What follows belongs to an exercise in optimizing a design on an open flow for small area, a short achievable clock period and few clock cycles; a production flow would make more cautious choices.
In this exercise RTL edits were held to simulation tests only and were not proved equivalent to the original.

PW:
// aes256_core
module aes256_core (
    input  wire         clk,
    input  wire         rst_n,      
    input  wire         start,      
    input  wire [255:0] key,
    input  wire [127:0] block_in,
    output wire         ready,
    output wire         done,       
    output wire [127:0] block_out
);
Size in the first run: ~5800 cells after synthesis, ~520 I/O pins.
export LEC_CHECK = 0
export CAP_MARGIN = 20
export CORE_MARGIN = 2
export CORE_UTILIZATION = 50
export PLACE_DENSITY = 0.6
export SETUP_SLACK_MARGIN = 4.8
export SLEW_MARGIN = 20
create_clock -name core_clock -period 8.0 [get_ports {clk}]
standard.sh (not shown) runs the stock make flow with config.mk's settings and CLKGATE_MAP_FILE= SYNTH_SCRIPT=/design/flow/synth_recipe.tcl, a recipe that flattens the netlist after the stock synthesis.
==> flow/flow/run.sh <==
#!/bin/bash
# The standard layout with three changes:
#  - synthesis maps the combinational logic with ABC's &dch + &nf mapping with extra area recovery
#    (flow/abc_area.script, run as ORFS's "area" script) instead of ORFS's
#    speed script, whose SOP balancing enlarges the XOR-heavy AES logic;
#    the registers and their names are those of the standard synthesis;
#  - the buffers that placement puts on every input and output port are
#    sky130_fd_sc_hd__buf_1 instead of the cell buffer_ports picks by itself
#    (a delay cell on this platform);
#  - the incremental repair after global routing is skipped (timing was
#    already repaired after clock tree synthesis).
set -euo pipefail
W=$PWD
rm -rf "$W/scripts_abc"
cp -r "$FLOW_HOME/scripts" "$W/scripts_abc"
cp "$W/flow/abc_area.script" "$W/scripts_abc/abc_area.script"
bash standard.sh SCRIPTS_DIR="$W/scripts_abc" ABC_AREA=1 synth > synth.log 2>&1
bash standard.sh 'BUFFER_PORTS_ARGS=-buffer_cell sky130_fd_sc_hd__buf_1' SKIP_INCREMENTAL_REPAIR=1 finish > layout.log 2>&1
==> flow/flow/abc_area.script <==
&get -n
&st
&dch
&nf -R 1000
&put
PW was carried through to the last stage, and its layout satisfied the timing, design-rule and antenna checks.
Testbench counts of PW, summed over its fixed seeds: cycles 17,936.
Changes in MS relative to PW:
- PLACE_DENSITY now 0.7, was 0.6
- CORE_UTILIZATION now 60, was 50
- CTS_BUF_LIST now sky130_fd_sc_hd__clkbuf_8, previously not set
==> results.txt <==
PW → MS: antenna diode count has increased, maximum clock frequency decreased about 8%, core area dropped 18000 µm², buffering stage count on the worst path with inverters included now sits lower.
Master of the slowest instance on the critical path = sky130_fd_sc_hd__mux2i_2: MS; master of the slowest instance on the critical path = sky130_fd_sc_hd__dfxtp_4: PW
Relative to PW, global-route usage increased by 4.5 points in MS.
Going from PW to MS, worst setup slack shrinks by 0.29 ns.
Looking at capturing element of the worst setup path, the kb_mid[27] result is from PW; the kb_mid[12] one comes from MS.
Between PW and MS, the flow reports post-cts repair resize count decreasing by a little under 10%.
Per the comparison of MS with PW, final design area excluding fillers dropped about 1.1%; wire length of the first global-routing pass dropped 9700 µm; die area dropped 16%.

Another version of the RTL of aes256_core (not shown whole).
Size in the first run: roughly 5600 cells after synthesis, roughly 1000 flip-flops, roughly 520 I/O pins, roughly 63000 um^2 of cells after synthesis.
Design aes256_core, start of the top module:
module aes256_core (
    input  wire         clk,
    input  wire         rst_n,      
    input  wire         start,      
    input  wire [255:0] key,
    input  wire [127:0] block_in,
    output wire         ready,
    output wire         done,       
    output wire [127:0] block_out
);
  reg [127:0] sa;
  reg [255:0] ka;
  reg [3:0]   ra;         
  reg         va;         
  reg         fa;         
  reg [127:0] sb_in;
  reg [79:0]  sb_mid;      
  reg [255:0] kb;         
  reg [15:0]  kb_mid;
  reg [3:0]   rb;
  reg         vb;
  reg [127:0] out_q;
  reg         done_q;
  reg         ready_q;
  assign ready     = ready_q;
  assign done      = done_q;
  assign block_out = out_q;
  genvar i;
  function [7:0] xtime(input [7:0] b);
    xtime = {b[6:0], 1'b0} ^ (b[7] ? 8'h1b : 8'h00);
  endfunction
  function [31:0] mix_column(input [31:0] col);
    reg [7:0] a0, a1, a2, a3;
    begin
      a0 = col[31:24]; a1 = col[23:16]; a2 = col[15:8]; a3 = col[7:0];
      mix_column[31:24] = xtime(a0) ^ (xtime(a1) ^ a1) ^ a2 ^ a3;
      mix_column[23:16] = a0 ^ xtime(a1) ^ (xtime(a2) ^ a2) ^ a3;
      mix_column[15:8]  = a0 ^ a1 ^ xtime(a2) ^ (xtime(a3) ^ a3);
      mix_column[7:0]   = (xtime(a0) ^ a0) ^ a1 ^ a2 ^ xtime(a3);
    end
  endfunction
  ...
==> flow/config.mk <==
export PLATFORM = sky130hd
export DESIGN_NAME = aes256_core
export DESIGN_NICKNAME = aes256_core
export VERILOG_FILES = /design/flow/design.v
export SDC_FILE = /design/flow/constraint.sdc
export NUM_CORES = 8
export LEC_CHECK = 0
export CAP_MARGIN = 20
export CORE_MARGIN = 2
export CORE_UTILIZATION = 50
export PLACE_DENSITY = 0.6
export SETUP_SLACK_MARGIN = 4.8
export SLEW_MARGIN = 20
==> flow/constraint.sdc <==
create_clock -name core_clock -period 8.0 [get_ports {clk}]
set_input_delay 1.6000 -clock core_clock [delete_from_list [all_inputs] [get_ports {clk}]]
set_output_delay 1.6000 -clock core_clock [all_outputs]
set_load 0.01 [all_outputs]
==> flow/flow/run.sh <==
#!/bin/bash
# The standard layout with three changes:
#  - synthesis maps the combinational logic with ABC's &nf mapper alone
#    (flow/abc_area.script, run as ORFS's "area" script) instead of ORFS's
#    speed script, whose SOP balancing enlarges the XOR-heavy AES logic;
#    the registers and their names are those of the standard synthesis;
#  - the buffers that placement puts on every input and output port are
#    sky130_fd_sc_hd__buf_1 instead of the cell buffer_ports picks by itself
#    (a delay cell on this platform);
#  - the incremental repair after global routing is skipped (timing was
#    already repaired after clock tree synthesis).
set -euo pipefail
W=$PWD
rm -rf "$W/scripts_abc"
cp -r "$FLOW_HOME/scripts" "$W/scripts_abc"
cp "$W/flow/abc_area.script" "$W/scripts_abc/abc_area.script"
bash standard.sh SCRIPTS_DIR="$W/scripts_abc" ABC_AREA=1 synth > synth.log 2>&1
bash standard.sh 'BUFFER_PORTS_ARGS=-buffer_cell sky130_fd_sc_hd__buf_1' SKIP_INCREMENTAL_REPAIR=1 finish > layout.log 2>&1
==> flow/flow/abc_area.script <==
&get -n
&st
&nf
&put
Testbench counts at the start, summed over its fixed seeds: cycles 17,936.
Rerun with:
--- a/flow/flow/run.sh
+++ b/flow/flow/run.sh
@@ -6,5 +6,5 @@
 #    the registers and their names are those of the standard synthesis;
 #  - the buffers that placement puts on every input and output port are
-#    sky130_fd_sc_hd__buf_1 instead of the cell buffer_ports picks by itself
+#    sky130_fd_sc_hd__buf_2 instead of the cell buffer_ports picks by itself
 #    (a delay cell on this platform);
 #  - the incremental repair after global routing is skipped (timing was
@@ -16,3 +16,3 @@
 cp "$W/flow/abc_area.script" "$W/scripts_abc/abc_area.script"
 bash standard.sh SCRIPTS_DIR="$W/scripts_abc" ABC_AREA=1 synth > synth.log 2>&1
-bash standard.sh 'BUFFER_PORTS_ARGS=-buffer_cell sky130_fd_sc_hd__buf_1' SKIP_INCREMENTAL_REPAIR=1 finish > layout.log 2>&1
+bash standard.sh 'BUFFER_PORTS_ARGS=-buffer_cell sky130_fd_sc_hd__buf_2' SKIP_INCREMENTAL_REPAIR=1 finish > layout.log 2>&1
The new run finished clean.
Count of clock-buffer cells in the layout rises by 14.
Design area rises by 0.53%.
Non-clock buffer count falls by 23.
Register-to-register slack stays flat.
Via count rises by 0.59%.
Global-route usage is about the same.
Setup slack is about the same.
Rerun with:
==> flow/run.sh (new file) <==
#!/bin/bash
# synth_recipe.tcl (not shown) runs the flow's synth.tcl, then flattens the netlist and writes it again
# the make line also repeats each setting of config.mk as NAME=value (left out here)
make -C /OpenROAD-flow-scripts/flow DESIGN_CONFIG=/design/flow/config.mk WORK_HOME=/design/flow/orfs CLKGATE_MAP_FILE= SYNTH_SCRIPT=/design/flow/synth_recipe.tcl finish
removed: flow/flow/run.sh
removed: flow/flow/abc_area.script
removed: flow/standard.sh
Result:
- The changed run finished with timing, DRC and antenna clean
- non-clock buffer count climbs by 142
- flip-flop and latch count is unchanged
- die area climbs by a few percent
- hold slack got worse by 0.019 ns
- via count climbs by a quarter to a third
- wire length climbs by about a fifth
- synthesized area climbs by a few percent
- register-to-register slack got worse by 0.05 ns

Starting RTL as in the previous note.
==> flow/config.mk <==
export PLATFORM = sky130hd
export DESIGN_NAME = aes256_core
export DESIGN_NICKNAME = aes256_core
export VERILOG_FILES = /design/flow/design.v
export SDC_FILE = /design/flow/constraint.sdc
export NUM_CORES = 8
export LEC_CHECK = 0
export CAP_MARGIN = 20
export CORE_MARGIN = 2
export CORE_UTILIZATION = 50
export PLACE_DENSITY = 0.6
export SETUP_SLACK_MARGIN = 4.8
export SLEW_MARGIN = 20
==> flow/constraint.sdc <==
create_clock -name core_clock -period 8.0 [get_ports {clk}]
set_input_delay 1.6000 -clock core_clock [delete_from_list [all_inputs] [get_ports {clk}]]
set_output_delay 1.6000 -clock core_clock [all_outputs]
set_load 0.01 [all_outputs]
==> flow/flow/run.sh <==
#!/bin/bash
# The standard layout with two changes: the buffers that placement puts on
# every input and output port are sky130_fd_sc_hd__buf_2 instead of the cell
# buffer_ports picks by itself (a delay cell on this platform), and the
# incremental repair after global routing is skipped (timing was already
# repaired after clock tree synthesis).
set -euo pipefail
bash standard.sh 'BUFFER_PORTS_ARGS=-buffer_cell sky130_fd_sc_hd__buf_2' SKIP_INCREMENTAL_REPAIR=1 finish > layout.log 2>&1
The first run completed with no timing, DRC or antenna violations.
Testbench counts at the start, summed over its fixed seeds: cycles 17,936.
Rerun with:
==> flow/flow/run.sh (replaced) <==
#!/bin/bash
# The standard layout with three changes:
#  - synthesis maps the combinational logic with ABC's &dch + &nf mapping
#    (flow/abc_area.script, run as ORFS's "area" script) instead of ORFS's
#    speed script, whose SOP balancing enlarges the XOR-heavy AES logic;
#    the registers and their names are those of the standard synthesis;
#  - the buffers that placement puts on every input and output port are
#    sky130_fd_sc_hd__buf_1 instead of the cell buffer_ports picks by itself
#    (a delay cell on this platform);
#  - the incremental repair after global routing is skipped (timing was
#    already repaired after clock tree synthesis).
set -euo pipefail
W=$PWD
rm -rf "$W/scripts_abc"
cp -r "$FLOW_HOME/scripts" "$W/scripts_abc"
cp "$W/flow/abc_area.script" "$W/scripts_abc/abc_area.script"
bash standard.sh SCRIPTS_DIR="$W/scripts_abc" ABC_AREA=1 synth > synth.log 2>&1
bash standard.sh 'BUFFER_PORTS_ARGS=-buffer_cell sky130_fd_sc_hd__buf_1' SKIP_INCREMENTAL_REPAIR=1 finish > layout.log 2>&1
==> flow/flow/abc_area.script (new file) <==
&get -n
&st
&dch
&nf
&put
Effect: The changed run finished clean; clock skew drops by 0.012 ns; setup slack loses 0.090 ns; via count decreases by about a fifth; final area is lower by a little under a tenth; final cell count went down by roughly a tenth; wire length went down by about a fifth; hold slack barely changes; clock-buffer cell count is higher by 24; fmax drops by a few percent.
Rerun with:
--- a/flow/flow/run.sh
+++ b/flow/flow/run.sh
@@ -2,3 +2,3 @@
 # The standard layout with three changes:
-#  - synthesis maps the combinational logic with ABC's &dch + &nf mapping
+#  - synthesis maps the combinational logic with ABC's &dch + &nf mapping with extra area recovery
 #    (flow/abc_area.script, run as ORFS's "area" script) instead of ORFS's
==> flow/flow/abc_area.script (replaced) <==
&get -n
&st
&dch
&nf -R 1000
&put
What happened: Critical path depth is higher by 1. Cell count is higher by about 0.75%. First-iteration DRC count is lower by about 17%. Fmax is higher by 2.4%. Global-route usage is lower by 0.58 points. Utilization is higher by 1.4 points.
Rerun with:
==> flow/flow/run.sh (replaced) <==
#!/bin/bash
# The standard layout with one change: the buffers that placement puts on
# every input and output port are sky130_fd_sc_hd__buf_2 instead of the cell
# buffer_ports picks by itself (a delay cell on this platform).
set -euo pipefail
bash standard.sh 'BUFFER_PORTS_ARGS=-buffer_cell sky130_fd_sc_hd__buf_2' finish > layout.log 2>&1
removed: flow/flow/abc_area.script
The changed run finished clean.
Global-route usage increases by 3.1 points.
Routed wire length went up by 34%.
Clock-buffer cell count fell by 13.
Sequential cell count does not change.

re-timing with driven ports:
In the flow no input, the clock included, has a driving cell. The finished layouts below were timed again as built, in two steps.
Step 1 (the two cells are an assumption about what drives the block):
set clk [get_ports {clk}]
set_driving_cell -lib_cell sky130_fd_sc_hd__clkbuf_16 $clk
set_driving_cell -lib_cell sky130_fd_sc_hd__buf_2 [delete_from_list [all_inputs] $clk]
Step 2 adds t to the input delays and takes it off the output delays; t is the mean of the earliest and latest rising clock arrival at the registers after step 1. Input paths then give back, and output paths get back, about the clock's delay inside the block.
Three values: no drivers, after step 1, after step 2; two values: the first two.
run | t, ns | setup slack, ns | slew at the worst register clock pin (ns) | cell pins on the clock port's net
PW | 0.764 | 4.719 / 4.719 / 4.719 | 0.07 / 0.07 | 1
MS | 0.917 | 4.429 / 4.429 / 4.429 | 0.07 / 0.07 | 1
the first run of note 2 | 0.802 | 4.631 / 4.631 / 4.631 | 0.07 / 0.07 | 1
the second run of note 2 | 0.802 | 4.633 / 4.633 / 4.633 | 0.07 / 0.07 | 1
the third run of note 2 | 0.831 | 4.586 / 4.586 / 4.586 | 0.07 / 0.07 | 1
the first run of note 3 | 0.820 | 4.645 / 4.645 / 4.645 | 0.07 / 0.07 | 1
the second run of note 3 | 0.782 | 4.555 / 4.555 / 4.555 | 0.07 / 0.07 | 1
the third run of note 3 | 0.776 | 4.637 / 4.637 / 4.637 | 0.07 / 0.07 | 1
the fourth run of note 3 | 0.829 | 4.764 / 4.764 / 4.764 | 0.07 / 0.07 | 1
After both steps every run listed still meets setup and hold.
